Background: an optimization exercise with open tools, aiming at small area and a short achievable clock period. Do not read the settings as production practice. In this exercise RTL edits were held to simulation tests only and were not proved equivalent to the original. No activity file was given, so power comes from the tool's default toggle rates.

## flow/design.v (module list and top-level ports; edited modules follow where they fit)
// module til_lane: 750 lines
// module til_fa: 10 lines
// module til_ha: 9 lines
// module til_lane_unit: 218 lines
module til_lane_unit #(
    parameter LANES = 4
) (
    input                    clk,
    input                    rst,
    input                    issue,
    input  [35:0]            instr,
    input  [LANES*18-1:0]    opa,
    input  [LANES*18-1:0]    opb,
    input  [LANES-1:0]       a_end,
    input  [LANES-1:0]       assigned,
    input                    batch_start,
    input                    flag_clr,
    output [LANES-1:0]       wr_en,
    output [LANES*18-1:0]    wr_data,
    output [LANES-1:0]       pred,
    output [LANES*4-1:0]     flags,
    output reg               trap,
    output reg [3:0]         trap_code
);
  // ...
==> flow/flow/run.sh <==
#!/bin/bash
# Layout flow: the standard ORFS flow (standard.sh, standard synthesis
# unchanged) with three changes.
#  - SETUP_SLACK_MARGIN=9: repair_timing is asked for more setup slack than
#    the 18 ns constraint needs, so that it keeps shortening the worst path.
#  - TNS_END_PERCENT=0: it works on the worst endpoint only.
#  - BUFFER_PORTS_ARGS: every input and output port still gets its own
#    buffer, but a buf_2 rather than the default clkdlybuf4s50_1 delay cell.
# make's output goes to flow.log; each ORFS step writes its own log under
# orfs/logs/.
set -euo pipefail
bash standard.sh SETUP_SLACK_MARGIN=9 TNS_END_PERCENT=0 \
    'BUFFER_PORTS_ARGS=-buffer_cell sky130_fd_sc_hd__buf_2' finish > flow.log 2>&1
==> flow/standard.sh <==
#!/bin/bash
# synth_recipe.tcl (not shown) runs the flow's synth.tcl, then flattens the netlist and writes it again
# the make line also repeats each setting of config.mk as NAME=value (left out here)
make -C /OpenROAD-flow-scripts/flow DESIGN_CONFIG=/design/flow/config.mk WORK_HOME=/design/flow/orfs CLKGATE_MAP_FILE= SYNTH_SCRIPT=/design/flow/synth_recipe.tcl "${@:-finish}"
==> flow/config.mk <==
export PLATFORM = sky130hd
export DESIGN_NAME = til_lane_unit
export DESIGN_NICKNAME = til_lane_unit
export VERILOG_FILES = /design/flow/design.v
export SDC_FILE = /design/flow/constraint.sdc
export NUM_CORES = 8
export LEC_CHECK = 0
export ABC_AREA = 1
export CAP_MARGIN = 10
export CORE_MARGIN = 2
export CORE_UTILIZATION = 35
export PLACE_DENSITY = 0.42
export SLEW_MARGIN = 10
export SYNTH_HIERARCHICAL = 1
==> flow/constraint.sdc <==
create_clock -name core_clock -period 18.0 [get_ports {clk}]
set_input_delay 3.6000 -clock core_clock [delete_from_list [all_inputs] [get_ports {clk}]]
set_output_delay 3.6000 -clock core_clock [all_outputs]
set_load 0.01 [all_outputs]
==> results.py, run 1 <==
metrics = {
    "setup_path": {
        "crit_start": "instr[30]",
        "timing.rr.start": "g_lane[1].u_lane.sat1",
        "worst_path_largest_cell_delay_ns": 1.05,
        "r2r_cells": 23,
        "cp-end-kind": "flop",
        "worstPathMaxFanout": 19,
    },
    "yosys": {
        "yosys_warnings": 8,
        "synth_area_um2": 92300,
        "netlist_instances": 13200,
    },
    "sta": {
        "fmax_mhz": 107,
        "hold_viol_final": 0,
        "rsz0062_at_grt": "yes",
        "slew_viol_final": 0,
    },
    "final_layout": {
        "area_delta_synth_final_pct": 13.3,
        "insertedDiodeCount": 10,
        "nFlopsAndLatches": 451,
        "clock_buffers": 85,
        "multi_input_area_um2": 78200,
        "n_fill_cell": 27900,
    },
    "grt": {
        "grt_use_total_pct": 36.9,
        "use_met3_pct": 5.68,
        "met2_usage_pct": 58.4,
    },
    "min_path": {
        "min_path_type": "flop to flop",
        "whs_path_depth": 2,
        "holdPathEnd": "g_lane[3].u_lane.acc1[33]",
    },
    "drt": {
        "ant_nets": 0,
        "routed-wl-met2_mm": 231,
        "vias_per_cell": 6.01,
        "drt_iter0_drc": 11600,
    },
    "clocking": {
        "cts_made_buffers": 67,
        "cts_setup_buffers": 143,
        "hold_buffers": 0,
    },
    "placed_design": {
        "gp_congestion": 0.990,
        "dpl_cell_area_um2": 97000,
        "dp.cells": 16500,
        "dp_hpwl_mm": 393,
    },
    "floorplan": {
        "ios": 294,
        "die_h_um": 518,
        "start_util_pct": 35.2,
    },
    "status": {
        "status": "no timing/DRC/antenna violations",
    },
}
==> module til_lane, before the edit <==
module til_lane (
    input             clk,
    input             rst,
    input             batch_start,
    input             flag_clr,
    input             exec,
    input             take_dz,
    input             ld_bad,
    input      [31:0] ctl,
    input      [5:0]  opc,
    input      [2:0]  v,
    input      [8:0]  bfld,
    input      [22:0] nth,
    input      [19:1] fsel,
    input      [17:0] a,
    input      [17:0] b,
    input             a_end,
    input             assigned,
    output reg        p,
    output reg [3:0]  flags,
    output reg        wr_en,
    output reg [17:0] wr_data
);
    reg [41:0] acc0, acc1;
    reg        sat0, sat1, sgn0, sgn1;
    wire en = exec & (p | ctl[27]);
    wire bg     = !(opc[2] | (opc[1] & opc[0]));
    wire ten    = !bg;
    wire accen  = !opc[1] | opc[2];
    wire tsl    = ten & !bfld[5];
    wire tsh    = ten &  bfld[5];
    wire opc0   = opc[0];
    wire acc_grp = (opc[5:2] == 4'b0100) | (opc == 6'h14);
    wire acc_ld  = opc[2] | (opc[1] & opc[0]);
    wire accw    = take_dz & acc_grp & !(acc_ld & ld_bad);
    wire [19:0] xm = {{2{v[1] & a[17]}}, a} & {20{bg}};
    wire [20:0] y  = {{2{v[0] & b[17]}}, b, 1'b0};
    wire [19:0] pp [0:9];
    wire [9:0]  bneg;
    wire [9:0]  ppc;
    genvar i, j;
    generate
        for (i = 0; i < 10; i = i + 1) begin : g_booth
            wire y2 = y[2*i+2];
            wire y1 = y[2*i+1];
            wire y0 = y[2*i];
            wire one = y1 ^ y0;
            wire two = (y2 & ~y1 & ~y0) | (~y2 & y1 & y0);
            assign bneg[i] = y2 ^ opc0;
            assign pp[i][0] = (one & xm[0]) ^ bneg[i];
            for (j = 1; j < 20; j = j + 1) begin : g_pp
                assign pp[i][j] = ((one & xm[j]) | (two & xm[j-1])) ^ bneg[i];
            end
            assign ppc[i] = ((one & xm[19]) | (two & xm[18])) ^ !bneg[i];
        end
    endgenerate
    wire [18:0] xt   = {a[17] & (v[0] | v[1]), a};
    wire [42:0] xt43 = {{24{xt[18]}}, xt};
    wire [42:0] tpre = xt43 << bfld[4:0];
    wire [42:0] trow = ({43{tsl}} & tpre) | ({43{tsh}} & {tpre[10:0], 32'd0});
    wire        trown42 = !(tsl & tpre[42]) & !(tsh & tpre[10]);
    wire [19:1] fit;
    generate
        for (i = 1; i < 19; i = i + 1) begin : g_fit
            assign fit[i] = (xt[18:i-1] == {(19-i+1){xt[18]}});
        end
    endgenerate
    assign fit[19] = 1'b1;
    wire unfit = |(fsel & ~fit);
    wire [41:0] acc0v   = sat0 ? {sgn0, {41{~sgn0}}} : acc0;
    wire [41:0] acc1v   = sat1 ? {sgn1, {41{~sgn1}}} : acc1;
    wire [41:0] acc_cur = v[2] ? acc1v : acc0v;
    wire [41:0] accr    = acc_cur & {42{accen}};
    wire [41:0] accrn   = ~acc_cur | {42{!accen}};
    wire [41:0] nin     = ctl[13] ? {24'd0, a} : acc_cur;
    wire hs0, hc0;
    til_ha u_hs0 (.a(bneg[6]), .b(accr[12]), .s(hs0), .co(hc0));
    wire hs1, hc1;
    til_ha u_hs1 (.a(accr[13]), .b(pp[0][13]), .s(hs1), .co(hc1));
    wire fs0, fc0;
    til_fa u_fs0 (.a(bneg[7]), .b(accr[14]), .c(pp[0][14]), .s(fs0), .co(fc0));
    wire hs2, hc2;
    til_ha u_hs2 (.a(pp[1][12]), .b(pp[2][10]), .s(hs2), .co(hc2));
    wire fs1, fc1;
    til_fa u_fs1 (.a(accr[15]), .b(pp[0][15]), .c(pp[1][13]), .s(fs1), .co(fc1));
    wire hs3, hc3;
    til_ha u_hs3 (.a(pp[2][11]), .b(pp[3][9]), .s(hs3), .co(hc3));
    wire fs2, fc2;
    til_fa u_fs2 (.a(bneg[8]), .b(accr[16]), .c(pp[0][16]), .s(fs2), .co(fc2));
    wire fs3, fc3;
    til_fa u_fs3 (.a(pp[1][14]), .b(pp[2][12]), .c(pp[3][10]), .s(fs3), .co(fc3));
    wire hs4, hc4;
    til_ha u_hs4 (.a(pp[4][8]), .b(pp[5][6]), .s(hs4), .co(hc4));
    wire fs4, fc4;
    til_fa u_fs4 (.a(accr[17]), .b(pp[0][17]), .c(pp[1][15]), .s(fs4), .co(fc4));
    wire fs5, fc5;
    til_fa u_fs5 (.a(pp[2][13]), .b(pp[3][11]), .c(pp[4][9]), .s(fs5), .co(fc5));
    wire hs5, hc5;
    til_ha u_hs5 (.a(pp[5][7]), .b(pp[6][5]), .s(hs5), .co(hc5));
    wire fs6, fc6;
    til_fa u_fs6 (.a(bneg[9]), .b(accr[18]), .c(pp[0][18]), .s(fs6), .co(fc6));
    wire fs7, fc7;
    til_fa u_fs7 (.a(pp[1][16]), .b(pp[2][14]), .c(pp[3][12]), .s(fs7), .co(fc7));
    wire fs8, fc8;
    til_fa u_fs8 (.a(pp[4][10]), .b(pp[5][8]), .c(pp[6][6]), .s(fs8), .co(fc8));
    wire hs6, hc6;
    til_ha u_hs6 (.a(pp[7][4]), .b(pp[8][2]), .s(hs6), .co(hc6));
    wire fs9, fc9;
    til_fa u_fs9 (.a(1'b1), .b(accr[19]), .c(ppc[0]), .s(fs9), .co(fc9));
    wire fs10, fc10;
    til_fa u_fs10 (.a(pp[1][17]), .b(pp[2][15]), .c(pp[3][13]), .s(fs10), .co(fc10));
    wire fs11, fc11;
    til_fa u_fs11 (.a(pp[4][11]), .b(pp[5][9]), .c(pp[6][7]), .s(fs11), .co(fc11));
    wire fs12, fc12;
    til_fa u_fs12 (.a(pp[7][5]), .b(pp[8][3]), .c(pp[9][1]), .s(fs12), .co(fc12));
    wire fs13, fc13;
    til_fa u_fs13 (.a(1'b1), .b(accr[20]), .c(pp[1][18]), .s(fs13), .co(fc13));
    wire fs14, fc14;
    til_fa u_fs14 (.a(pp[2][16]), .b(pp[3][14]), .c(pp[4][12]), .s(fs14), .co(fc14));
    wire fs15, fc15;
    til_fa u_fs15 (.a(pp[5][10]), .b(pp[6][8]), .c(pp[7][6]), .s(fs15), .co(fc15));
    wire hs7, hc7;
    til_ha u_hs7 (.a(pp[8][4]), .b(pp[9][2]), .s(hs7), .co(hc7));
    wire fs16, fc16;
    til_fa u_fs16 (.a(accr[21]), .b(ppc[1]), .c(pp[2][17]), .s(fs16), .co(fc16));
    wire fs17, fc17;
    til_fa u_fs17 (.a(pp[3][15]), .b(pp[4][13]), .c(pp[5][11]), .s(fs17), .co(fc17));
    wire fs18, fc18;
    til_fa u_fs18 (.a(pp[6][9]), .b(pp[7][7]), .c(pp[8][5]), .s(fs18), .co(fc18));
    wire fs19, fc19;
    til_fa u_fs19 (.a(1'b1), .b(accr[22]), .c(pp[2][18]), .s(fs19), .co(fc19));
    wire fs20, fc20;
    til_fa u_fs20 (.a(pp[3][16]), .b(pp[4][14]), .c(pp[5][12]), .s(fs20), .co(fc20));
    wire hs8, hc8;
    til_ha u_hs8 (.a(pp[6][10]), .b(pp[7][8]), .s(hs8), .co(hc8));
    wire fs21, fc21;
    til_fa u_fs21 (.a(accr[23]), .b(ppc[2]), .c(pp[3][17]), .s(fs21), .co(fc21));
    wire fs22, fc22;
    til_fa u_fs22 (.a(pp[4][15]), .b(pp[5][13]), .c(pp[6][11]), .s(fs22), .co(fc22));
    wire fs23, fc23;
    til_fa u_fs23 (.a(1'b1), .b(accr[24]), .c(pp[3][18]), .s(fs23), .co(fc23));
    wire hs9, hc9;
    til_ha u_hs9 (.a(pp[4][16]), .b(pp[5][14]), .s(hs9), .co(hc9));
    wire fs24, fc24;
    til_fa u_fs24 (.a(accr[25]), .b(ppc[3]), .c(pp[4][17]), .s(fs24), .co(fc24));
    wire hs10, hc10;
    til_ha u_hs10 (.a(1'b1), .b(accr[26]), .s(hs10), .co(hc10));
    wire hs11, hc11;
    til_ha u_hs11 (.a(bneg[3]), .b(accr[6]), .s(hs11), .co(hc11));
    wire hs12, hc12;
    til_ha u_hs12 (.a(accr[7]), .b(pp[0][7]), .s(hs12), .co(hc12));
    wire fs25, fc25;
    til_fa u_fs25 (.a(bneg[4]), .b(accr[8]), .c(pp[0][8]), .s(fs25), .co(fc25));
    wire hs13, hc13;
    til_ha u_hs13 (.a(pp[1][6]), .b(pp[2][4]), .s(hs13), .co(hc13));
    wire fs26, fc26;
    til_fa u_fs26 (.a(accr[9]), .b(pp[0][9]), .c(pp[1][7]), .s(fs26), .co(fc26));
    wire hs14, hc14;
    til_ha u_hs14 (.a(pp[2][5]), .b(pp[3][3]), .s(hs14), .co(hc14));
    wire fs27, fc27;
    til_fa u_fs27 (.a(bneg[5]), .b(accr[10]), .c(pp[0][10]), .s(fs27), .co(fc27));
    wire fs28, fc28;
    til_fa u_fs28 (.a(pp[1][8]), .b(pp[2][6]), .c(pp[3][4]), .s(fs28), .co(fc28));
    wire hs15, hc15;
    til_ha u_hs15 (.a(pp[4][2]), .b(pp[5][0]), .s(hs15), .co(hc15));
    wire fs29, fc29;
    til_fa u_fs29 (.a(accr[11]), .b(pp[0][11]), .c(pp[1][9]), .s(fs29), .co(fc29));
    wire fs30, fc30;
    til_fa u_fs30 (.a(pp[2][7]), .b(pp[3][5]), .c(pp[4][3]), .s(fs30), .co(fc30));
    wire hs16, hc16;
    til_ha u_hs16 (.a(pp[5][1]), .b(trow[11]), .s(hs16), .co(hc16));
    wire fs31, fc31;
    til_fa u_fs31 (.a(pp[0][12]), .b(pp[1][10]), .c(pp[2][8]), .s(fs31), .co(fc31));
    wire fs32, fc32;
    til_fa u_fs32 (.a(pp[3][6]), .b(pp[4][4]), .c(pp[5][2]), .s(fs32), .co(fc32));
    wire fs33, fc33;
    til_fa u_fs33 (.a(pp[6][0]), .b(hs0), .c(trow[12]), .s(fs33), .co(fc33));
    wire fs34, fc34;
    til_fa u_fs34 (.a(pp[1][11]), .b(pp[2][9]), .c(pp[3][7]), .s(fs34), .co(fc34));
    wire fs35, fc35;
    til_fa u_fs35 (.a(pp[4][5]), .b(pp[5][3]), .c(pp[6][1]), .s(fs35), .co(fc35));
    wire fs36, fc36;
    til_fa u_fs36 (.a(hc0), .b(hs1), .c(trow[13]), .s(fs36), .co(fc36));
    wire fs37, fc37;
    til_fa u_fs37 (.a(pp[3][8]), .b(pp[4][6]), .c(pp[5][4]), .s(fs37), .co(fc37));
    wire fs38, fc38;
    til_fa u_fs38 (.a(pp[6][2]), .b(pp[7][0]), .c(hc1), .s(fs38), .co(fc38));
    wire fs39, fc39;
    til_fa u_fs39 (.a(hs2), .b(fs0), .c(trow[14]), .s(fs39), .co(fc39));
    wire fs40, fc40;
    til_fa u_fs40 (.a(pp[4][7]), .b(pp[5][5]), .c(pp[6][3]), .s(fs40), .co(fc40));
    wire fs41, fc41;
    til_fa u_fs41 (.a(pp[7][1]), .b(hc2), .c(hs3), .s(fs41), .co(fc41));
    wire fs42, fc42;
    til_fa u_fs42 (.a(fc0), .b(fs1), .c(trow[15]), .s(fs42), .co(fc42));
    wire fs43, fc43;
    til_fa u_fs43 (.a(pp[6][4]), .b(pp[7][2]), .c(pp[8][0]), .s(fs43), .co(fc43));
    wire fs44, fc44;
    til_fa u_fs44 (.a(hc3), .b(hs4), .c(fc1), .s(fs44), .co(fc44));
    wire fs45, fc45;
    til_fa u_fs45 (.a(fs2), .b(fs3), .c(trow[16]), .s(fs45), .co(fc45));
    wire fs46, fc46;
    til_fa u_fs46 (.a(pp[7][3]), .b(pp[8][1]), .c(hc4), .s(fs46), .co(fc46));
    wire fs47, fc47;
    til_fa u_fs47 (.a(hs5), .b(fc2), .c(fc3), .s(fs47), .co(fc47));
    wire fs48, fc48;
    til_fa u_fs48 (.a(fs4), .b(fs5), .c(trow[17]), .s(fs48), .co(fc48));
    wire fs49, fc49;
    til_fa u_fs49 (.a(pp[9][0]), .b(hc5), .c(hs6), .s(fs49), .co(fc49));
    wire fs50, fc50;
    til_fa u_fs50 (.a(fc4), .b(fc5), .c(fs6), .s(fs50), .co(fc50));
    wire fs51, fc51;
    til_fa u_fs51 (.a(fs7), .b(fs8), .c(trow[18]), .s(fs51), .co(fc51));
    wire fs52, fc52;
    til_fa u_fs52 (.a(hc6), .b(fc6), .c(fc7), .s(fs52), .co(fc52));
    wire fs53, fc53;
    til_fa u_fs53 (.a(fc8), .b(fs9), .c(fs10), .s(fs53), .co(fc53));
    wire fs54, fc54;
    til_fa u_fs54 (.a(fs11), .b(fs12), .c(trow[19]), .s(fs54), .co(fc54));
    wire fs55, fc55;
    til_fa u_fs55 (.a(hs7), .b(fc9), .c(fc10), .s(fs55), .co(fc55));
    wire fs56, fc56;
    til_fa u_fs56 (.a(fc11), .b(fc12), .c(fs13), .s(fs56), .co(fc56));
    wire fs57, fc57;
    til_fa u_fs57 (.a(fs14), .b(fs15), .c(trow[20]), .s(fs57), .co(fc57));
    wire fs58, fc58;
    til_fa u_fs58 (.a(pp[9][3]), .b(hc7), .c(fc13), .s(fs58), .co(fc58));
    wire fs59, fc59;
    til_fa u_fs59 (.a(fc14), .b(fc15), .c(fs16), .s(fs59), .co(fc59));
    wire fs60, fc60;
    til_fa u_fs60 (.a(fs17), .b(fs18), .c(trow[21]), .s(fs60), .co(fc60));
    wire fs61, fc61;
    til_fa u_fs61 (.a(pp[8][6]), .b(pp[9][4]), .c(hs8), .s(fs61), .co(fc61));
    wire fs62, fc62;
    til_fa u_fs62 (.a(fc16), .b(fc17), .c(fc18), .s(fs62), .co(fc62));
    wire fs63, fc63;
    til_fa u_fs63 (.a(fs19), .b(fs20), .c(trow[22]), .s(fs63), .co(fc63));
    wire fs64, fc64;
    til_fa u_fs64 (.a(pp[7][9]), .b(pp[8][7]), .c(pp[9][5]), .s(fs64), .co(fc64));
    wire fs65, fc65;
    til_fa u_fs65 (.a(hc8), .b(fc19), .c(fc20), .s(fs65), .co(fc65));
    wire fs66, fc66;
    til_fa u_fs66 (.a(fs21), .b(fs22), .c(trow[23]), .s(fs66), .co(fc66));
    wire fs67, fc67;
    til_fa u_fs67 (.a(pp[6][12]), .b(pp[7][10]), .c(pp[8][8]), .s(fs67), .co(fc67));
    wire fs68, fc68;
    til_fa u_fs68 (.a(pp[9][6]), .b(hs9), .c(fc21), .s(fs68), .co(fc68));
    wire fs69, fc69;
    til_fa u_fs69 (.a(fc22), .b(fs23), .c(trow[24]), .s(fs69), .co(fc69));
    wire fs70, fc70;
    til_fa u_fs70 (.a(pp[5][15]), .b(pp[6][13]), .c(pp[7][11]), .s(fs70), .co(fc70));
    wire fs71, fc71;
    til_fa u_fs71 (.a(pp[8][9]), .b(pp[9][7]), .c(hc9), .s(fs71), .co(fc71));
    wire fs72, fc72;
    til_fa u_fs72 (.a(fc23), .b(fs24), .c(trow[25]), .s(fs72), .co(fc72));
    wire fs73, fc73;
    til_fa u_fs73 (.a(pp[4][18]), .b(pp[5][16]), .c(pp[6][14]), .s(fs73), .co(fc73));
    wire fs74, fc74;
    til_fa u_fs74 (.a(pp[7][12]), .b(pp[8][10]), .c(pp[9][8]), .s(fs74), .co(fc74));
    wire fs75, fc75;
    til_fa u_fs75 (.a(hs10), .b(fc24), .c(trow[26]), .s(fs75), .co(fc75));
    wire fs76, fc76;
    til_fa u_fs76 (.a(accr[27]), .b(ppc[4]), .c(pp[5][17]), .s(fs76), .co(fc76));
    wire fs77, fc77;
    til_fa u_fs77 (.a(pp[6][15]), .b(pp[7][13]), .c(pp[8][11]), .s(fs77), .co(fc77));
    wire fs78, fc78;
    til_fa u_fs78 (.a(pp[9][9]), .b(hc10), .c(trow[27]), .s(fs78), .co(fc78));
    wire fs79, fc79;
    til_fa u_fs79 (.a(1'b1), .b(accr[28]), .c(pp[5][18]), .s(fs79), .co(fc79));
    wire fs80, fc80;
    til_fa u_fs80 (.a(pp[6][16]), .b(pp[7][14]), .c(pp[8][12]), .s(fs80), .co(fc80));
    wire hs17, hc17;
    til_ha u_hs17 (.a(pp[9][10]), .b(trow[28]), .s(hs17), .co(hc17));
    wire fs81, fc81;
    til_fa u_fs81 (.a(accr[29]), .b(ppc[5]), .c(pp[6][17]), .s(fs81), .co(fc81));
    wire fs82, fc82;
    til_fa u_fs82 (.a(pp[7][15]), .b(pp[8][13]), .c(pp[9][11]), .s(fs82), .co(fc82));
    wire fs83, fc83;
    til_fa u_fs83 (.a(1'b1), .b(accr[30]), .c(pp[6][18]), .s(fs83), .co(fc83));
    wire hs18, hc18;
    til_ha u_hs18 (.a(pp[7][16]), .b(pp[8][14]), .s(hs18), .co(hc18));
    wire fs84, fc84;
    til_fa u_fs84 (.a(accr[31]), .b(ppc[6]), .c(pp[7][17]), .s(fs84), .co(fc84));
    wire hs19, hc19;
    til_ha u_hs19 (.a(1'b1), .b(accr[32]), .s(hs19), .co(hc19));
    wire hs20, hc20;
    til_ha u_hs20 (.a(bneg[1]), .b(accr[2]), .s(hs20), .co(hc20));
    wire hs21, hc21;
    til_ha u_hs21 (.a(accr[3]), .b(pp[0][3]), .s(hs21), .co(hc21));
    wire fs85, fc85;
    til_fa u_fs85 (.a(bneg[2]), .b(accr[4]), .c(pp[0][4]), .s(fs85), .co(fc85));
    wire hs22, hc22;
    til_ha u_hs22 (.a(pp[1][2]), .b(pp[2][0]), .s(hs22), .co(hc22));
    wire fs86, fc86;
    til_fa u_fs86 (.a(accr[5]), .b(pp[0][5]), .c(pp[1][3]), .s(fs86), .co(fc86));
    wire hs23, hc23;
    til_ha u_hs23 (.a(pp[2][1]), .b(trow[5]), .s(hs23), .co(hc23));
    wire fs87, fc87;
    til_fa u_fs87 (.a(pp[0][6]), .b(pp[1][4]), .c(pp[2][2]), .s(fs87), .co(fc87));
    wire fs88, fc88;
    til_fa u_fs88 (.a(pp[3][0]), .b(hs11), .c(trow[6]), .s(fs88), .co(fc88));
    wire fs89, fc89;
    til_fa u_fs89 (.a(pp[1][5]), .b(pp[2][3]), .c(pp[3][1]), .s(fs89), .co(fc89));
    wire fs90, fc90;
    til_fa u_fs90 (.a(hc11), .b(hs12), .c(trow[7]), .s(fs90), .co(fc90));
    wire fs91, fc91;
    til_fa u_fs91 (.a(pp[3][2]), .b(pp[4][0]), .c(hc12), .s(fs91), .co(fc91));
    wire fs92, fc92;
    til_fa u_fs92 (.a(hs13), .b(fs25), .c(trow[8]), .s(fs92), .co(fc92));
    wire fs93, fc93;
    til_fa u_fs93 (.a(pp[4][1]), .b(hc13), .c(hs14), .s(fs93), .co(fc93));
    wire fs94, fc94;
    til_fa u_fs94 (.a(fc25), .b(fs26), .c(trow[9]), .s(fs94), .co(fc94));
    wire fs95, fc95;
    til_fa u_fs95 (.a(hc14), .b(hs15), .c(fc26), .s(fs95), .co(fc95));
    wire fs96, fc96;
    til_fa u_fs96 (.a(fs27), .b(fs28), .c(trow[10]), .s(fs96), .co(fc96));
    wire fs97, fc97;
    til_fa u_fs97 (.a(hc15), .b(fc27), .c(fc28), .s(fs97), .co(fc97));
    wire fs98, fc98;
    til_fa u_fs98 (.a(fs29), .b(fs30), .c(hs16), .s(fs98), .co(fc98));
    wire fs99, fc99;
    til_fa u_fs99 (.a(fc29), .b(fc30), .c(fs31), .s(fs99), .co(fc99));
    wire fs100, fc100;
    til_fa u_fs100 (.a(fs32), .b(hc16), .c(fs33), .s(fs100), .co(fc100));
    wire fs101, fc101;
    til_fa u_fs101 (.a(fc31), .b(fc32), .c(fs34), .s(fs101), .co(fc101));
    wire fs102, fc102;
    til_fa u_fs102 (.a(fs35), .b(fc33), .c(fs36), .s(fs102), .co(fc102));
    wire fs103, fc103;
    til_fa u_fs103 (.a(fc34), .b(fc35), .c(fs37), .s(fs103), .co(fc103));
    wire fs104, fc104;
    til_fa u_fs104 (.a(fs38), .b(fc36), .c(fs39), .s(fs104), .co(fc104));
    wire fs105, fc105;
    til_fa u_fs105 (.a(fc37), .b(fs40), .c(fc38), .s(fs105), .co(fc105));
    wire fs106, fc106;
    til_fa u_fs106 (.a(fs41), .b(fc39), .c(fs42), .s(fs106), .co(fc106));
    wire fs107, fc107;
    til_fa u_fs107 (.a(fc40), .b(fs43), .c(fc41), .s(fs107), .co(fc107));
    wire fs108, fc108;
    til_fa u_fs108 (.a(fs44), .b(fc42), .c(fs45), .s(fs108), .co(fc108));
    wire fs109, fc109;
    til_fa u_fs109 (.a(fc43), .b(fs46), .c(fc44), .s(fs109), .co(fc109));
    wire fs110, fc110;
    til_fa u_fs110 (.a(fs47), .b(fc45), .c(fs48), .s(fs110), .co(fc110));
    wire fs111, fc111;
    til_fa u_fs111 (.a(fc46), .b(fs49), .c(fc47), .s(fs111), .co(fc111));
    wire fs112, fc112;
    til_fa u_fs112 (.a(fs50), .b(fc48), .c(fs51), .s(fs112), .co(fc112));
    wire fs113, fc113;
    til_fa u_fs113 (.a(fc49), .b(fc50), .c(fs52), .s(fs113), .co(fc113));
    wire fs114, fc114;
    til_fa u_fs114 (.a(fs53), .b(fc51), .c(fs54), .s(fs114), .co(fc114));
    wire fs115, fc115;
    til_fa u_fs115 (.a(fc52), .b(fc53), .c(fs55), .s(fs115), .co(fc115));
    wire fs116, fc116;
    til_fa u_fs116 (.a(fs56), .b(fc54), .c(fs57), .s(fs116), .co(fc116));
    wire fs117, fc117;
    til_fa u_fs117 (.a(fc55), .b(fc56), .c(fs58), .s(fs117), .co(fc117));
    wire fs118, fc118;
    til_fa u_fs118 (.a(fs59), .b(fc57), .c(fs60), .s(fs118), .co(fc118));
    wire fs119, fc119;
    til_fa u_fs119 (.a(fs61), .b(fc58), .c(fc59), .s(fs119), .co(fc119));
    wire fs120, fc120;
    til_fa u_fs120 (.a(fs62), .b(fc60), .c(fs63), .s(fs120), .co(fc120));
    wire fs121, fc121;
    til_fa u_fs121 (.a(fs64), .b(fc61), .c(fc62), .s(fs121), .co(fc121));
    wire fs122, fc122;
    til_fa u_fs122 (.a(fs65), .b(fc63), .c(fs66), .s(fs122), .co(fc122));
    wire fs123, fc123;
    til_fa u_fs123 (.a(fc64), .b(fs67), .c(fc65), .s(fs123), .co(fc123));
    wire fs124, fc124;
    til_fa u_fs124 (.a(fs68), .b(fc66), .c(fs69), .s(fs124), .co(fc124));
    wire fs125, fc125;
    til_fa u_fs125 (.a(fc67), .b(fs70), .c(fs71), .s(fs125), .co(fc125));
    wire fs126, fc126;
    til_fa u_fs126 (.a(fc68), .b(fc69), .c(fs72), .s(fs126), .co(fc126));
    wire fs127, fc127;
    til_fa u_fs127 (.a(fc70), .b(fs73), .c(fs74), .s(fs127), .co(fc127));
    wire fs128, fc128;
    til_fa u_fs128 (.a(fc71), .b(fc72), .c(fs75), .s(fs128), .co(fc128));
    wire fs129, fc129;
    til_fa u_fs129 (.a(fc73), .b(fc74), .c(fs76), .s(fs129), .co(fc129));
    wire fs130, fc130;
    til_fa u_fs130 (.a(fs77), .b(fc75), .c(fs78), .s(fs130), .co(fc130));
    wire fs131, fc131;
    til_fa u_fs131 (.a(fc76), .b(fc77), .c(fs79), .s(fs131), .co(fc131));
    wire fs132, fc132;
    til_fa u_fs132 (.a(fs80), .b(hs17), .c(fc78), .s(fs132), .co(fc132));
    wire fs133, fc133;
    til_fa u_fs133 (.a(fc79), .b(fc80), .c(fs81), .s(fs133), .co(fc133));
    wire fs134, fc134;
    til_fa u_fs134 (.a(fs82), .b(trow[29]), .c(hc17), .s(fs134), .co(fc134));
    wire fs135, fc135;
    til_fa u_fs135 (.a(pp[9][12]), .b(hs18), .c(fc81), .s(fs135), .co(fc135));
    wire fs136, fc136;
    til_fa u_fs136 (.a(fc82), .b(fs83), .c(trow[30]), .s(fs136), .co(fc136));
    wire fs137, fc137;
    til_fa u_fs137 (.a(pp[8][15]), .b(pp[9][13]), .c(hc18), .s(fs137), .co(fc137));
    wire fs138, fc138;
    til_fa u_fs138 (.a(fc83), .b(fs84), .c(trow[31]), .s(fs138), .co(fc138));
    wire fs139, fc139;
    til_fa u_fs139 (.a(pp[7][18]), .b(pp[8][16]), .c(pp[9][14]), .s(fs139), .co(fc139));
    wire fs140, fc140;
    til_fa u_fs140 (.a(hs19), .b(fc84), .c(trow[32]), .s(fs140), .co(fc140));
    wire fs141, fc141;
    til_fa u_fs141 (.a(accr[33]), .b(ppc[7]), .c(pp[8][17]), .s(fs141), .co(fc141));
    wire fs142, fc142;
    til_fa u_fs142 (.a(pp[9][15]), .b(hc19), .c(trow[33]), .s(fs142), .co(fc142));
    wire fs143, fc143;
    til_fa u_fs143 (.a(1'b1), .b(accr[34]), .c(pp[8][18]), .s(fs143), .co(fc143));
    wire hs24, hc24;
    til_ha u_hs24 (.a(pp[9][16]), .b(trow[34]), .s(hs24), .co(hc24));
    wire fs144, fc144;
    til_fa u_fs144 (.a(accr[35]), .b(ppc[8]), .c(pp[9][17]), .s(fs144), .co(fc144));
    wire hs25, hc25;
    til_ha u_hs25 (.a(1'b1), .b(accr[36]), .s(hs25), .co(hc25));
    wire hs26, hc26;
    til_ha u_hs26 (.a(bneg[0]), .b(accr[0]), .s(hs26), .co(hc26));
    wire hs27, hc27;
    til_ha u_hs27 (.a(accr[1]), .b(pp[0][1]), .s(hs27), .co(hc27));
    wire fs145, fc145;
    til_fa u_fs145 (.a(pp[0][2]), .b(pp[1][0]), .c(hs20), .s(fs145), .co(fc145));
    wire fs146, fc146;
    til_fa u_fs146 (.a(pp[1][1]), .b(hc20), .c(hs21), .s(fs146), .co(fc146));
    wire fs147, fc147;
    til_fa u_fs147 (.a(hc21), .b(hs22), .c(fs85), .s(fs147), .co(fc147));
    wire fs148, fc148;
    til_fa u_fs148 (.a(hc22), .b(fc85), .c(fs86), .s(fs148), .co(fc148));
    wire fs149, fc149;
    til_fa u_fs149 (.a(fc86), .b(fs87), .c(hc23), .s(fs149), .co(fc149));
    wire fs150, fc150;
    til_fa u_fs150 (.a(fc87), .b(fs89), .c(fc88), .s(fs150), .co(fc150));
    wire fs151, fc151;
    til_fa u_fs151 (.a(fc89), .b(fs91), .c(fc90), .s(fs151), .co(fc151));
    wire fs152, fc152;
    til_fa u_fs152 (.a(fc91), .b(fs93), .c(fc92), .s(fs152), .co(fc152));
    wire fs153, fc153;
    til_fa u_fs153 (.a(fc93), .b(fs95), .c(fc94), .s(fs153), .co(fc153));
    wire fs154, fc154;
    til_fa u_fs154 (.a(fc95), .b(fs97), .c(fc96), .s(fs154), .co(fc154));
    wire fs155, fc155;
    til_fa u_fs155 (.a(fc97), .b(fs99), .c(fc98), .s(fs155), .co(fc155));
    wire fs156, fc156;
    til_fa u_fs156 (.a(fc99), .b(fs101), .c(fc100), .s(fs156), .co(fc156));
    wire fs157, fc157;
    til_fa u_fs157 (.a(fc101), .b(fs103), .c(fc102), .s(fs157), .co(fc157));
    wire fs158, fc158;
    til_fa u_fs158 (.a(fc103), .b(fs105), .c(fc104), .s(fs158), .co(fc158));
    wire fs159, fc159;
    til_fa u_fs159 (.a(fc105), .b(fs107), .c(fc106), .s(fs159), .co(fc159));
    wire fs160, fc160;
    til_fa u_fs160 (.a(fc107), .b(fs109), .c(fc108), .s(fs160), .co(fc160));
    wire fs161, fc161;
    til_fa u_fs161 (.a(fc109), .b(fs111), .c(fc110), .s(fs161), .co(fc161));
    wire fs162, fc162;
    til_fa u_fs162 (.a(fc111), .b(fs113), .c(fc112), .s(fs162), .co(fc162));
    wire fs163, fc163;
    til_fa u_fs163 (.a(fc113), .b(fs115), .c(fc114), .s(fs163), .co(fc163));
    wire fs164, fc164;
    til_fa u_fs164 (.a(fc115), .b(fs117), .c(fc116), .s(fs164), .co(fc164));
    wire fs165, fc165;
    til_fa u_fs165 (.a(fc117), .b(fs119), .c(fc118), .s(fs165), .co(fc165));
    wire fs166, fc166;
    til_fa u_fs166 (.a(fc119), .b(fs121), .c(fc120), .s(fs166), .co(fc166));
    wire fs167, fc167;
    til_fa u_fs167 (.a(fc121), .b(fs123), .c(fc122), .s(fs167), .co(fc167));
    wire fs168, fc168;
    til_fa u_fs168 (.a(fs125), .b(fc123), .c(fc124), .s(fs168), .co(fc168));
    wire fs169, fc169;
    til_fa u_fs169 (.a(fs127), .b(fc125), .c(fc126), .s(fs169), .co(fc169));
    wire fs170, fc170;
    til_fa u_fs170 (.a(fc127), .b(fs129), .c(fc128), .s(fs170), .co(fc170));
    wire fs171, fc171;
    til_fa u_fs171 (.a(fc129), .b(fs131), .c(fc130), .s(fs171), .co(fc171));
    wire fs172, fc172;
    til_fa u_fs172 (.a(fc131), .b(fs133), .c(fs134), .s(fs172), .co(fc172));
    wire fs173, fc173;
    til_fa u_fs173 (.a(fc133), .b(fs135), .c(fs136), .s(fs173), .co(fc173));
    wire fs174, fc174;
    til_fa u_fs174 (.a(fs137), .b(fc135), .c(fc136), .s(fs174), .co(fc174));
    wire fs175, fc175;
    til_fa u_fs175 (.a(fs139), .b(fc137), .c(fc138), .s(fs175), .co(fc175));
    wire fs176, fc176;
    til_fa u_fs176 (.a(fc139), .b(fs141), .c(fc140), .s(fs176), .co(fc176));
    wire fs177, fc177;
    til_fa u_fs177 (.a(fc141), .b(fs143), .c(hs24), .s(fs177), .co(fc177));
    wire fs178, fc178;
    til_fa u_fs178 (.a(fc143), .b(fs144), .c(trow[35]), .s(fs178), .co(fc178));
    wire fs179, fc179;
    til_fa u_fs179 (.a(pp[9][18]), .b(hs25), .c(fc144), .s(fs179), .co(fc179));
    wire fs180, fc180;
    til_fa u_fs180 (.a(accr[37]), .b(ppc[9]), .c(hc25), .s(fs180), .co(fc180));
    wire hs28, hc28;
    til_ha u_hs28 (.a(1'b1), .b(accr[38]), .s(hs28), .co(hc28));
    wire hs29, hc29;
    til_ha u_hs29 (.a(1'b1), .b(accr[39]), .s(hs29), .co(hc29));
    wire hs30, hc30;
    til_ha u_hs30 (.a(1'b1), .b(accr[40]), .s(hs30), .co(hc30));
    wire hs31, hc31;
    til_ha u_hs31 (.a(pp[0][0]), .b(hs26), .s(hs31), .co(hc31));
    wire fs181, fc181;
    til_fa u_fs181 (.a(hc26), .b(hs27), .c(trow[1]), .s(fs181), .co(fc181));
    wire fs182, fc182;
    til_fa u_fs182 (.a(hc27), .b(trow[2]), .c(fs145), .s(fs182), .co(fc182));
    wire fs183, fc183;
    til_fa u_fs183 (.a(trow[3]), .b(fc145), .c(fs146), .s(fs183), .co(fc183));
    wire fs184, fc184;
    til_fa u_fs184 (.a(trow[4]), .b(fc146), .c(fs147), .s(fs184), .co(fc184));
    wire fs185, fc185;
    til_fa u_fs185 (.a(hs23), .b(fc147), .c(fs148), .s(fs185), .co(fc185));
    wire fs186, fc186;
    til_fa u_fs186 (.a(fc148), .b(fs88), .c(fs149), .s(fs186), .co(fc186));
    wire fs187, fc187;
    til_fa u_fs187 (.a(fs90), .b(fc149), .c(fs150), .s(fs187), .co(fc187));
    wire fs188, fc188;
    til_fa u_fs188 (.a(fs92), .b(fc150), .c(fs151), .s(fs188), .co(fc188));
    wire fs189, fc189;
    til_fa u_fs189 (.a(fs94), .b(fc151), .c(fs152), .s(fs189), .co(fc189));
    wire fs190, fc190;
    til_fa u_fs190 (.a(fs96), .b(fc152), .c(fs153), .s(fs190), .co(fc190));
    wire fs191, fc191;
    til_fa u_fs191 (.a(fs98), .b(fc153), .c(fs154), .s(fs191), .co(fc191));
    wire fs192, fc192;
    til_fa u_fs192 (.a(fc154), .b(fs100), .c(fs155), .s(fs192), .co(fc192));
    wire fs193, fc193;
    til_fa u_fs193 (.a(fs102), .b(fc155), .c(fs156), .s(fs193), .co(fc193));
    wire fs194, fc194;
    til_fa u_fs194 (.a(fs104), .b(fc156), .c(fs157), .s(fs194), .co(fc194));
    wire fs195, fc195;
    til_fa u_fs195 (.a(fs106), .b(fc157), .c(fs158), .s(fs195), .co(fc195));
    wire fs196, fc196;
    til_fa u_fs196 (.a(fs108), .b(fc158), .c(fs159), .s(fs196), .co(fc196));
    wire fs197, fc197;
    til_fa u_fs197 (.a(fs110), .b(fc159), .c(fs160), .s(fs197), .co(fc197));
    wire fs198, fc198;
    til_fa u_fs198 (.a(fs112), .b(fc160), .c(fs161), .s(fs198), .co(fc198));
    wire fs199, fc199;
    til_fa u_fs199 (.a(fs114), .b(fc161), .c(fs162), .s(fs199), .co(fc199));
    wire fs200, fc200;
    til_fa u_fs200 (.a(fs116), .b(fc162), .c(fs163), .s(fs200), .co(fc200));
    wire fs201, fc201;
    til_fa u_fs201 (.a(fs118), .b(fc163), .c(fs164), .s(fs201), .co(fc201));
    wire fs202, fc202;
    til_fa u_fs202 (.a(fs120), .b(fc164), .c(fs165), .s(fs202), .co(fc202));
    wire fs203, fc203;
    til_fa u_fs203 (.a(fs122), .b(fc165), .c(fs166), .s(fs203), .co(fc203));
    wire fs204, fc204;
    til_fa u_fs204 (.a(fs124), .b(fc166), .c(fs167), .s(fs204), .co(fc204));
    wire fs205, fc205;
    til_fa u_fs205 (.a(fs126), .b(fc167), .c(fs168), .s(fs205), .co(fc205));
    wire fs206, fc206;
    til_fa u_fs206 (.a(fs128), .b(fc168), .c(fs169), .s(fs206), .co(fc206));
    wire fs207, fc207;
    til_fa u_fs207 (.a(fs130), .b(fc169), .c(fs170), .s(fs207), .co(fc207));
    wire fs208, fc208;
    til_fa u_fs208 (.a(fs132), .b(fc170), .c(fs171), .s(fs208), .co(fc208));
    wire fs209, fc209;
    til_fa u_fs209 (.a(fc132), .b(fs172), .c(fc171), .s(fs209), .co(fc209));
    wire fs210, fc210;
    til_fa u_fs210 (.a(fc134), .b(fs173), .c(fc172), .s(fs210), .co(fc210));
    wire fs211, fc211;
    til_fa u_fs211 (.a(fs138), .b(fc173), .c(fs174), .s(fs211), .co(fc211));
    wire fs212, fc212;
    til_fa u_fs212 (.a(fs140), .b(fc174), .c(fs175), .s(fs212), .co(fc212));
    wire fs213, fc213;
    til_fa u_fs213 (.a(fs142), .b(fc175), .c(fs176), .s(fs213), .co(fc213));
    wire fs214, fc214;
    til_fa u_fs214 (.a(fc142), .b(fs177), .c(fc176), .s(fs214), .co(fc214));
    wire fs215, fc215;
    til_fa u_fs215 (.a(hc24), .b(fs178), .c(fc177), .s(fs215), .co(fc215));
    wire fs216, fc216;
    til_fa u_fs216 (.a(trow[36]), .b(fs179), .c(fc178), .s(fs216), .co(fc216));
    wire fs217, fc217;
    til_fa u_fs217 (.a(trow[37]), .b(fs180), .c(fc179), .s(fs217), .co(fc217));
    wire fs218, fc218;
    til_fa u_fs218 (.a(hs28), .b(fc180), .c(trow[38]), .s(fs218), .co(fc218));
    wire fs219, fc219;
    til_fa u_fs219 (.a(hc28), .b(hs29), .c(trow[39]), .s(fs219), .co(fc219));
    wire fs220, fc220;
    til_fa u_fs220 (.a(hc29), .b(hs30), .c(trow[40]), .s(fs220), .co(fc220));
    wire fs221, fc221;
    til_fa u_fs221 (.a(accrn[41]), .b(hc30), .c(trow[41]), .s(fs221), .co(fc221));
    wire [43:0] tsum = {1'b1, fc221, fc220, fc219, fc218, fc217, fc216, fc215, fc214, fc213, fc212, fc211, fc210, fc209, fc208, fc207, fc206, fc205, fc204, fc203, fc202, fc201, fc200, fc199, fc198, fc197, fc196, fc195, fc194, fc193, fc192, fc191, fc190, fc189, fc188, fc187, fc186, fc185, fc184, fc183, fc182, fc181, hc31, trow[0]};
    wire [43:0] tcar = {1'b0, trown42, fs221, fs220, fs219, fs218, fs217, fs216, fs215, fs214, fs213, fs212, fs211, fs210, fs209, fs208, fs207, fs206, fs205, fs204, fs203, fs202, fs201, fs200, fs199, fs198, fs197, fs196, fs195, fs194, fs193, fs192, fs191, fs190, fs189, fs188, fs187, fs186, fs185, fs184, fs183, fs182, fs181, hs31};
    wire [43:0] cg0 = tsum & tcar;
    wire [43:0] cp0 = tsum ^ tcar;
    wire [43:0] cg [0:6];
    wire [43:0] cp [0:6];
    assign cg[0] = cg0;
    assign cp[0] = cp0;
    generate
        for (i = 0; i < 6; i = i + 1) begin : g_pfx
            for (j = 0; j < 44; j = j + 1) begin : g_bit
                if ((j >> i) & 1) begin : g_op
                    assign cg[i+1][j] = cg[i][j] | (cp[i][j] & cg[i][((j >> i) << i) - 1]);
                    assign cp[i+1][j] = cp[i][j] & cp[i][((j >> i) << i) - 1];
                end else begin : g_pass
                    assign cg[i+1][j] = cg[i][j];
                    assign cp[i+1][j] = cp[i][j];
                end
            end
        end
    endgenerate
    wire [43:0] ccar = {cg[6][42:0], 1'b0};        
    wire [43:0] ssum = cp0 ^ ccar;
    wire [2:0]  top0 = tsum[43:41] + tcar[43:41];
    wire [2:0]  top1 = tsum[43:41] + tcar[43:41] + 3'd1;
    wire        ovf0 = !(top0 == 3'b000 || top0 == 3'b111);
    wire        ovf1 = !(top1 == 3'b000 || top1 == 3'b111);
    wire        ovf  = ccar[41] ? ovf1 : ovf0;
    wire        big  = ctl[3] & unfit;
    wire        sat_acc = ovf | big;
    wire        sat_neg = big ? xt[18] : ssum[43];
    wire        clr   = rst | batch_start;
    wire        we0   = accw & p & !v[2];
    wire        we1   = accw & p &  v[2];
    wire        hold0 = !clr & !we0;
    wire        hold1 = !clr & !we1;
    wire        ld0   = !clr & we0;
    wire        ld1   = !clr & we1;
    wire [41:0] acc0_d = ({42{hold0}} & acc0) | ({42{ld0}} & ssum[41:0]);
    wire [41:0] acc1_d = ({42{hold1}} & acc1) | ({42{ld1}} & ssum[41:0]);
    wire [5:0] ns = bfld[5:0];
    wire       nsg = nin[41];
    reg [42:0] w;           
    reg        sticky;
    integer    k;
    always @(*) begin
        w = {nin, 1'b0};
        sticky = 1'b0;
        if (ns[5]) begin
            sticky = sticky | (|w[31:0]);
            w = {{32{nsg}}, w[42:32]};
        end
        if (ns[4]) begin
            sticky = sticky | (|w[15:0]);
            w = {{16{nsg}}, w[42:16]};
        end
        if (ns[3]) begin
            sticky = sticky | (|w[7:0]);
            w = {{8{nsg}}, w[42:8]};
        end
        if (ns[2]) begin
            sticky = sticky | (|w[3:0]);
            w = {{4{nsg}}, w[42:4]};
        end
        if (ns[1]) begin
            sticky = sticky | (|w[1:0]);
            w = {{2{nsg}}, w[42:2]};
        end
        if (ns[0]) begin
            sticky = sticky | w[0];
            w = {nsg, w[42:1]};
        end
    end
    wire        nguard = w[0];
    wire [18:0] nq     = w[19:1];
    wire [40:18] hiok;
    generate
        for (i = 18; i <= 40; i = i + 1) begin : g_hi
            assign hiok[i] = nth[i-18] | (nin[i] == nsg);
        end
    endgenerate
    wire        ninr   = &hiok;
    wire        nup    = ctl[30] & nguard & (sticky | nq[0]);
    wire [19:0] nr     = {nq[18], nq} + {19'd0, nup};
    wire        n_sfit = (nr[19:17] == 3'b000) | (nr[19:17] == 3'b111);
    wire        n_hi   = ninr ? (v[0] ? (!nr[19] & !n_sfit) : (!nr[19] & nr[18])) : !nsg;
    wire        n_lo   = ninr ? (v[0] ? (nr[19] & !n_sfit) : nr[19]) : nsg;
    wire        sx    = ctl[11];
    wire        inv_a = ctl[9] | (ctl[10] & a[17]);
    wire        use_b = !(ctl[9] | ctl[10]);
    wire        cin   = ctl[8] | inv_a;
    wire [19:0] pa    = {{2{sx & a[17]}}, a} ^ {20{inv_a}};
    wire [19:0] qb    = ({{2{sx & b[17]}}, b} ^ {20{ctl[8]}}) & {20{use_b}};
    wire [20:0] asum1 = {pa, cin} + {qb, cin};
    wire [19:0] asum  = asum1[20:1];
    wire        lt    = asum[19];
    wire        eq    = (a == b);
    wire        a_hi  = v[0] ? (!asum[19] & (asum[18] | asum[17])) : (!asum[19] & asum[18]);
    wire        a_lo  = v[0] ? (asum[19] & !(asum[18] & asum[17])) : asum[19];
    reg cond;
    always @(*) begin
        case (v)
            3'd0:    cond = eq;
            3'd1:    cond = !eq;
            3'd2:    cond = lt;
            3'd3:    cond = lt | eq;
            3'd4:    cond = !lt & !eq;
            default: cond = !lt;
        endcase
    end
    wire shl_hi = unfit & !xt[18];
    wire shl_lo = unfit & xt[18];
    wire cv_hi  = !v[1] & v[0] & a[17];
    wire cv_lo  = v[1] & !v[0] & a[17];
    wire sat_hi = (ctl[6] & n_hi) | (ctl[7] & a_hi) | (ctl[12] & shl_hi) | (ctl[14] & cv_hi);
    wire sat_lo = (ctl[6] & n_lo) | (ctl[7] & a_lo) | (ctl[12] & shl_lo) | (ctl[14] & cv_lo);
    wire s_a = ctl[15] | ctl[14] | (ctl[20] & lt) | (ctl[21] & !lt) | (ctl[19] & p);
    wire s_b = (ctl[20] & !lt) | (ctl[21] & lt) | (ctl[19] & !p);
    wire [17:0] raw = ({18{ctl[6] | ctl[13]}}  & nr[17:0])
                    | ({18{ctl[7]}}  & asum[17:0])
                    | ({18{ctl[12]}} & trow[17:0])
                    | ({18{s_a}}     & a)
                    | ({18{s_b}}     & b)
                    | ({18{ctl[16]}} & (a & b))
                    | ({18{ctl[17]}} & (a | b))
                    | ({18{ctl[18]}} & (a ^ b))
                    | ({18{ctl[22]}} & {14'd0, flags});
    wire [17:0] d_val = sat_hi ? {~v[0], {17{1'b1}}} :
                        sat_lo ? {v[0], 17'd0} : raw;
    reg p_next;
    always @(*) begin
        if (ctl[26]) begin
            case (v[1:0])
                2'b00: p_next = 1'b1;
                2'b01: p_next = !p;
                2'b10: p_next = 1'b0;
                default: p_next = assigned;
            endcase
        end else if (ctl[24])
            p_next = ctl[25] ? (p & cond) : cond;
        else
            p_next = p;
    end
    wire       sat_any = sat_hi | sat_lo;
    wire [3:0] fl_set  = {a_end, ctl[29] & sat_any, ctl[6] & sat_any, ctl[4] & sat_acc};
    wire [3:0] fl_clr  = bfld[3:0] & {4{ctl[23]}};
    wire       fkeep   = !(rst | flag_clr);
    wire [3:0] fhold   = {4{fkeep}} & flags & ~({4{en}} & fl_clr);
    wire       facc    = fkeep & accw & p;
    wire [3:0] flags_d = {fhold[3:1] | ({3{fkeep & en}} & fl_set[3:1]),
                          fhold[0] | (facc & big) | (facc & ovf)};
    always @(posedge clk) begin
        acc0 <= acc0_d;
        acc1 <= acc1_d;
        sat0 <= (hold0 & sat0) | (ld0 & sat_acc);
        sat1 <= (hold1 & sat1) | (ld1 & sat_acc);
        if (we0) sgn0 <= sat_neg;
        if (we1) sgn1 <= sat_neg;
        if (rst | batch_start)
            p <= 1'b1;
        else if (en)
            p <= p_next;
        flags <= flags_d;
        wr_en   <= !rst & en & ctl[28];
        wr_data <= d_val;
    end
endmodule
==> run 2, diff against run 1 <==
--- a/flow/design.v
+++ b/flow/design.v
@@ -25,5 +25,6 @@
     reg        sat0, sat1, sgn0, sgn1;
     wire en = exec & (p | ctl[27]);
-    wire bg     = !(opc[2] | (opc[1] & opc[0]));
+    wire bg;
+    til_bg u_bg (.opc(opc[2:0]), .bg(bg));    
     wire ten    = !bg;
     wire accen  = !opc[1] | opc[2];
@@ -768,4 +769,10 @@
     assign co = a & b;
 endmodule
+module til_bg (
+    input  [2:0] opc,
+    output       bg
+);
+    assign bg = !(opc[2] | (opc[1] & opc[0]));
+endmodule
 module til_lane_unit #(
     parameter LANES = 4
--- a/flow/config.mk
+++ b/flow/config.mk
@@ -7,8 +7,8 @@
 export LEC_CHECK = 0
 export ABC_AREA = 1
-export CAP_MARGIN = 10
+export CAP_MARGIN = 20
 export CORE_MARGIN = 2
 export CORE_UTILIZATION = 35
 export PLACE_DENSITY = 0.42
-export SLEW_MARGIN = 10
+export SLEW_MARGIN = 20
 export SYNTH_HIERARCHICAL = 1
==> results.py, run 2 <==
metrics = {
    "setup_path": {
        "worstPathMaxFanout": 22,
        "crit_top_cell": "nor2_1",
        "path_class": "input pin to flop",
        "ff2ff_setup_slack_ns": 11.12,
        "critPathSlowestCell": "o31a_1",
        "cpLargestDelayFamily": "compound AO/OA/AOI/OAI gates",
        "path_buf_inv": 5,
        "worstPathArrival_ns": 10.17,
        "cp.required_ns": 18.74,
        "path_cells": "buf_4 -> buf_6 -> buf_4 -> nor2_1 -> inv_1 -> nor2_1 -> a21oi_2 -> o31a_1 -> o21a_1 -> o22ai_1 -> nor4_1 -> and3_1 -> nor2_1 -> inv_1 -> nand2_1 -> a21oi_4 -> o21ai_0 -> nand2_1",
        "worst_path_largest_cell_delay_ns": 0.91,
        "start_kind": "input pin",
        "cp-end-kind": "flop",
    },
    "drt": {
        "wl_per_cell_um": 30.6,
        "vias_per_cell": 6.04,
        "via_count": 104000,
        "first_pass_iters": 6,
        "ant_nets": 0,
        "drt_wl_total_mm": 527,
        "drt_iter0_drc": 12800,
        "drc": 0,
    },
    "sta": {
        "setup_tns_ns": 0,
        "rsz0062_at_grt": "yes",
        "finClkSkew_ns": 0.0635,
        "fmax_mhz": 106,
        "post-route-period-util_pct": 52.4,
        "tightest_slew_ns": 1.27,
        "hold_viol_final": 0,
        "slew_viol_final": 0,
        "min_period_ns": 9.43,
        "slew_headroom_pct": 14.8,
        "setup_viol": 0,
    },
    "floorplan": {
        "die-area_um2": 272000,
        "core_um2": 267000,
        "start_util_pct": 35.1,
        "die_w_um": 522,
        "rows": 190,
        "ios": 294,
        "die_h_um": 522,
    },
    "placed_design": {
        "io_buffers": 291,
        "dpl_cell_area_um2": 98600,
        "gp_congestion": 0.967,
        "dp_hpwl_mm": 400,
    },
    "clocking": {
        "clock-sinks": 451,
        "clock_latency_ns": 0.83,
        "htreeDepth": 3,
        "root_buffer": "clkbuf_16",
        "cts_made_buffers": 70,
        "tritoncts": "done",
        "clockBufferDepth": 4,
        "cts.reportedPaths.clkPinSlew_ns": 0.06,
    },
    "grt": {
        "antenna_found_initial": 22,
        "grt_max_degree": 95,
        "grt_pass1_wl_mm": 741,
        "grt_pass1_vias": 99100,
        "grt_overflow_total": 0,
        "grt_use_total_pct": 37.3,
    },
    "yosys": {
        "netlist_instances": 13700,
        "yosys_warnings": 8,
        "syn_avg_cell_area_um2": 6.88,
        "synth_area_um2": 93900,
    },
    "pwr": {
        "p_per_area_nw_per_um2": 253,
        "leakage_nw": 46.4,
        "ir_worst_vdd_uv": 1380,
    },
    "final_layout": {
        "finalNetCount": 15200,
        "layout_commonest_cell": "nand2_1",
        "final_area_um2": 106000,
        "area_delta_synth_final_pct": 12.5,
        "final_cell_mix": "nand2_1, nand3_1, inv_1, o22ai_1, fa_1",
        "finalCoreUtilization_pct": 39.5,
        "largestRegisters": "g_lane.u_lane.acc0: 168 flops, g_lane.u_lane.acc1: 168 flops, g_lane.u_lane.wr_data: 72 flops",
        "drive_above_1_share_pct": 10.3,
    },
    "min_path": {
        "min_path_type": "flop to flop",
    },
    "job": {
        "cap_viol_max_count": 0,
    },
    "status": {
        "status": "no timing/DRC/antenna violations",
    },
}
## run 2: power by group
| part | total, W | switching, W | internal (W) |
|---|---|---|---|
| clock network | 0.00143 | 0.000602 | 0.000832 |
| registers | 0.00104 | 0.0000108 | 0.00103 |
| logic | 0.0243 | 0.0159 | 0.00840 |
| total | 0.0268 | 0.0165 | 0.0103 |
## run 2: final cells by class
cell class | instances | area, um^2
multi-input cells | 11300 | 79900
inverters | 1111 | 4290
flip-flops and latches | 451 | 9110
clock inverters | 35 | 379
diodes | 14 | 35.0
fillers | 28500 | 162000
clock buffers | 86 | 1910
repair inverters | 9 | 67.6
well taps | 3552 | 4440
repair buffers | 684 | 5480
## run 2: path summary, 6_finish.rpt
path	cells after the start	endpoint	start
setup / recovery	18	g_lane[2].u_lane.wr_data[4]	instr[5]
hold reg to reg	2	g_lane[1].u_lane.acc0[1]	g_lane[1].u_lane.acc0[1]
hold / removal	2	g_lane[1].u_lane.acc0[1]	g_lane[1].u_lane.acc0[1]
setup reg to reg	27	g_lane[1].u_lane.sat1	g_lane[1].u_lane.sgn1
## run 2: per-layer routing
metal | track usage [%] | routed length (um) | share of wire, % | vias to the layer above
li1 | - | - | - | 46200
met5 | 0 | 29 | 0.0055 | -
met3 | 6.21 | 44100 | 8.4 | 914
met2 | 56.2 | 227000 | 43 | 5256
met1 | 51.1 | 224000 | 43 | 51500
met4 | 19.0 | 31600 | 6.0 | 4
## run 2: tightest hold or removal path: stages, from the launching register on
cell,delay [ns]
dfxtp_1,0.31
inv_1,0.05
o22ai_1,0.06
## run 2: per-stage QoR
| stage | hold slack, ns | cells | setup WS, ns | total power (W) |
|---|---|---|---|---|
| after floorplan | 0.443 | 13700 | 8.99 | 0.0142 |
| after CTS | 0.466 | 17200 | 8.76 | 0.0263 |
| after global routing | 0.482 | 17200 | 8.53 | 0.0286 |
| after global placement | 0.452 | 16900 | 5.71 | 0.0231 |
| after detailed placement | 0.455 | 16900 | 5.68 | 0.0232 |
| final | 0.466 | 17200 | 8.57 | 0.0268 |
## run 2: timing repair
action	4_1_cts	5_1_grt
buffers inserted	96	24
resized for setup	442	215
cloned	25	7
setup endpoints to repair	366	310
hold buffers	0	0
pin swaps	51	53
==> run 3, diff against run 2 <==
--- a/flow/design.v
+++ b/flow/design.v
@@ -25,6 +25,5 @@
     reg        sat0, sat1, sgn0, sgn1;
     wire en = exec & (p | ctl[27]);
-    wire bg;
-    til_bg u_bg (.opc(opc[2:0]), .bg(bg));    
+    wire bg     = !(opc[2] | (opc[1] & opc[0]));
     wire ten    = !bg;
     wire accen  = !opc[1] | opc[2];
@@ -769,10 +768,4 @@
     assign co = a & b;
 endmodule
-module til_bg (
-    input  [2:0] opc,
-    output       bg
-);
-    assign bg = !(opc[2] | (opc[1] & opc[0]));
-endmodule
 module til_lane_unit #(
     parameter LANES = 4
==> flow/flow/run.sh (replaced) <==
#!/bin/bash
# Layout flow: the standard ORFS flow (standard.sh, standard synthesis
# unchanged) with three changes.
#  - SETUP_SLACK_MARGIN=9: repair_timing is asked for more setup slack than
#    the 18 ns constraint needs, so that it keeps shortening the worst path.
#  - TNS_END_PERCENT=10: it works on the worst endpoint only.
#  - BUFFER_PORTS_ARGS: every input and output port still gets its own
#    buffer, but a buf_2 rather than the default clkdlybuf4s50_1 delay cell.
# make's output goes to flow.log; each ORFS step writes its own log under
# orfs/logs/.
set -euo pipefail
bash standard.sh SETUP_SLACK_MARGIN=9 TNS_END_PERCENT=10 \
    'BUFFER_PORTS_ARGS=-buffer_cell sky130_fd_sc_hd__buf_2' finish > flow.log 2>&1
==> results.py, run 3 <==
metrics = {
    "placed_design": {
        "dpl_cell_area_um2": 97100,
        "dp_hpwl_mm": 394,
        "io_buffers": 291,
        "gp_congestion": 0.981,
    },
    "drt": {
        "via_count": 103000,
        "first_pass_iters": 7,
        "drt_wl_total_mm": 528,
        "ant_nets": 0,
        "vias_per_cell": 6.05,
        "drc": 0,
        "wl_per_cell_um": 31.1,
        "drt_iter0_drc": 12300,
    },
    "clocking": {
        "tritoncts": "done",
        "cts.reportedPaths.clkPinSlew_ns": 0.06,
        "root_buffer": "clkbuf_16",
        "hold_buffers": 0,
        "clock-sinks": 451,
        "htreeDepth": 3,
        "cts_made_buffers": 67,
        "clock_latency_ns": 0.74,
        "clockBufferDepth": 3,
    },
    "sta": {
        "post-route-period-util_pct": 51.8,
        "setup_tns_ns": 0,
        "setup_viol": 0,
        "worst_hold_slack_ns": 0.469,
        "slew_headroom_pct": 15.0,
        "finClkSkew_ns": 0.0664,
        "rsz0062_at_grt": "yes",
        "hold_viol_final": 0,
        "fmax_mhz": 107,
        "tightest_slew_ns": 1.27,
        "min_period_ns": 9.33,
        "slew_viol_final": 0,
    },
    "setup_path": {
        "cpLargestDelayFamily": "adder cells",
        "critPathSlowestCell": "fa_1",
        "start_kind": "input pin",
        "worstPathMaxFanout": 19,
        "worstPathArrival_ns": 9.89,
        "path_buf_inv": 10,
        "cp-end-kind": "flop",
        "cp.required_ns": 18.56,
        "path_class": "input pin to flop",
        "crit_top_cell": "fa_1",
        "worst_path_largest_cell_delay_ns": 0.53,
    },
    "final_layout": {
        "layout_commonest_cell": "nand2_1",
        "n_fill_cell": 27700,
        "final_area_um2": 107000,
        "drive_above_1_share_pct": 14.2,
        "largestRegisters": "g_lane.u_lane.acc0: 168 flops, g_lane.u_lane.acc1: 168 flops, g_lane.u_lane.wr_data: 72 flops",
        "final_cell_mix": "nand2_1, nand3_1, o22ai_1, inv_1, xor2_1",
        "area_delta_synth_final_pct": 16.1,
        "finalNetCount": 15000,
    },
    "pwr": {
        "leakage_nw": 46.9,
        "ir_worst_vdd_uv": 922,
        "p_per_area_nw_per_um2": 220,
    },
    "yosys": {
        "netlist_instances": 13200,
        "synth_area_um2": 92300,
        "yosys_warnings": 8,
        "syn_avg_cell_area_um2": 6.99,
    },
    "job": {
        "cap_viol_max_count": 0,
    },
    "min_path": {
        "min_path_type": "flop to flop",
    },
    "floorplan": {
        "die_w_um": 518,
        "die-area_um2": 268000,
        "start_util_pct": 35.2,
        "die_h_um": 518,
        "core_um2": 262000,
        "rows": 188,
        "ios": 294,
    },
    "grt": {
        "grt_pass1_wl_mm": 732,
        "grt_max_degree": 95,
        "grt_pass1_vias": 98100,
        "antenna_found_initial": 35,
        "grt_overflow_total": 0,
        "grt_use_total_pct": 37.3,
    },
    "status": {
        "status": "no timing/DRC/antenna violations",
    },
}
==> run 3: changes by cell type in the layout (fill, tap and decap cells not counted), sizes merged, moves of 20 or more <==
| cell | delta |
|---|---|
| a21oi | +70 |
| a221oi | +28 |
| a22o | +20 |
| buf | +149 |
| clkbuf | +21 |
| clkinv | +34 |
| clkinvlp | +20 |
| nand2 | -309 |
| nand3 | -258 |
| o21ai | +62 |
| xnor2 | -80 |
| xor2 | +20 |
==> run 3: power by group <==
part	internal [W]	switching, W
logic	0.00811	0.0130
registers	0.00103	0.00000661
clock network	0.000829	0.000607
total	0.00997	0.0136
==> run 3: per-stage QoR <==
step | worst slack, ns | util, % | instances | power, W
final | 8.67 | 40.9 | 17000 | 0.0235
after CTS | 8.70 | 39.4 | 16800 | 0.0221
after detailed placement | 5.54 | 37.0 | 16500 | 0.0196
after floorplan | 9.01 | - | 13300 | 0.0133
after global routing | 8.43 | 40.9 | 17000 | 0.0253
after global placement | 5.65 | 37.0 | 16500 | 0.0195
==> run 3: path summary, 6_finish.rpt <==
| kind | endpoint | slack, ns | depth (start not counted) | start |
|---|---|---|---|---|
| worst max-delay path | g_lane[3].u_lane.acc1[35] | 8.67 | 30 | instr[30] |
| worst min-delay path | g_lane[3].u_lane.acc1[0] | 0.47 | 2 | g_lane[3].u_lane.acc1[0] |
| worst max register to register | g_lane[0].u_lane.acc1[31] | 11.12 | 25 | g_lane[0].u_lane.sat1 |
| worst min register to register | g_lane[3].u_lane.acc1[0] | 0.47 | 2 | g_lane[3].u_lane.acc1[0] |
==> run 3: area by class of cell <==
cell class,instances,area (um^2),share of cell area [%]
multi-input cells,10900,79200,73.9
flip-flops and latches,451,9110,8.50
repair buffers,844,7190,6.71
inverters,1154,4870,4.55
well taps,3515,4400,4.10
clock buffers,91,1870,1.74
clock inverters,30,422,0.393
repair inverters,11,87.6,0.0817
diodes,8,20.0,0.0187
==> run 3: routing by layer <==
layer  track usage [%]  vias to the layer above  wire (um)
li1                  -                    45400          -
met1              50.3                    50500     219000
met3              6.64                     1094      46700
met2              56.8                     5500     228000
met4              18.8                       14      33000
met5             0.373                        -        211
==> run 3: what timing repair did <==
| action | CTS | global route |
|---|---|---|
| endpoints found under the hold margin | 0 | 0 |
| pin swaps | 64 | 155 |
| setup buffers | 142 | 172 |
| gates cloned | 18 | 22 |
| endpoints found under the setup margin | 363 | 302 |
| gates resized for setup | 616 | 523 |
==> run 3: worst reg2reg max path, cell delays in order (launching register included) <==
cell     delay (ns)
dfxtp_1        0.83
inv_2          0.32
buf_4          0.35
nand2_1        0.17
nand3_1        0.09
a21oi_1        0.34
fa_1           0.51
fa_1           0.53
fa_1           0.41
fa_1           0.52
fa_1           0.42
ha_1           0.34
a21oi_1        0.10
o21ai_0        0.16
inv_1          0.06
o21ai_0        0.19
a21oi_2        0.05
buf_4          0.17
buf_4          0.16
o21ai_0        0.25
nand2_1        0.09
nand2_1        0.10
a21o_1         0.15
a21oi_1        0.09
xor2_1         0.22
o22ai_1        0.11

[separate check: timing with driven ports]
Ports are ideal in the flow. The routed layouts listed here were re-timed in OpenROAD. Step 1 sets driving cells, clkbuf_16 on the clock port and buf_2 on the other inputs (assumed; they add their load-dependent delay and slew). Step 2 times the ports against the registers' clock, not the clock port: input delays grow and output delays shrink by t, the midpoint of the rising clock arrivals with the driver on. Three values: ideal ports, drivers, drivers and shift; two values: the first two.
run | t (ns) | setup slack, ns | worst data-port slew with drivers (ns) | pins driven straight from the clock port
run 1 | 0.801 | 8.687 / 8.628 / 7.827 | 0.25 | 1
run 2 | 0.869 | 8.566 / 8.587 / 7.718 | 0.26 | 1
run 3 | 0.820 | 8.674 / 8.553 / 7.733 | 0.38 | 1
After both steps setup and hold are still met in every run listed. For run 3, which loses most, drivers alone change the setup slack by -0.121 ns; drivers and shift together by -0.941 ns.
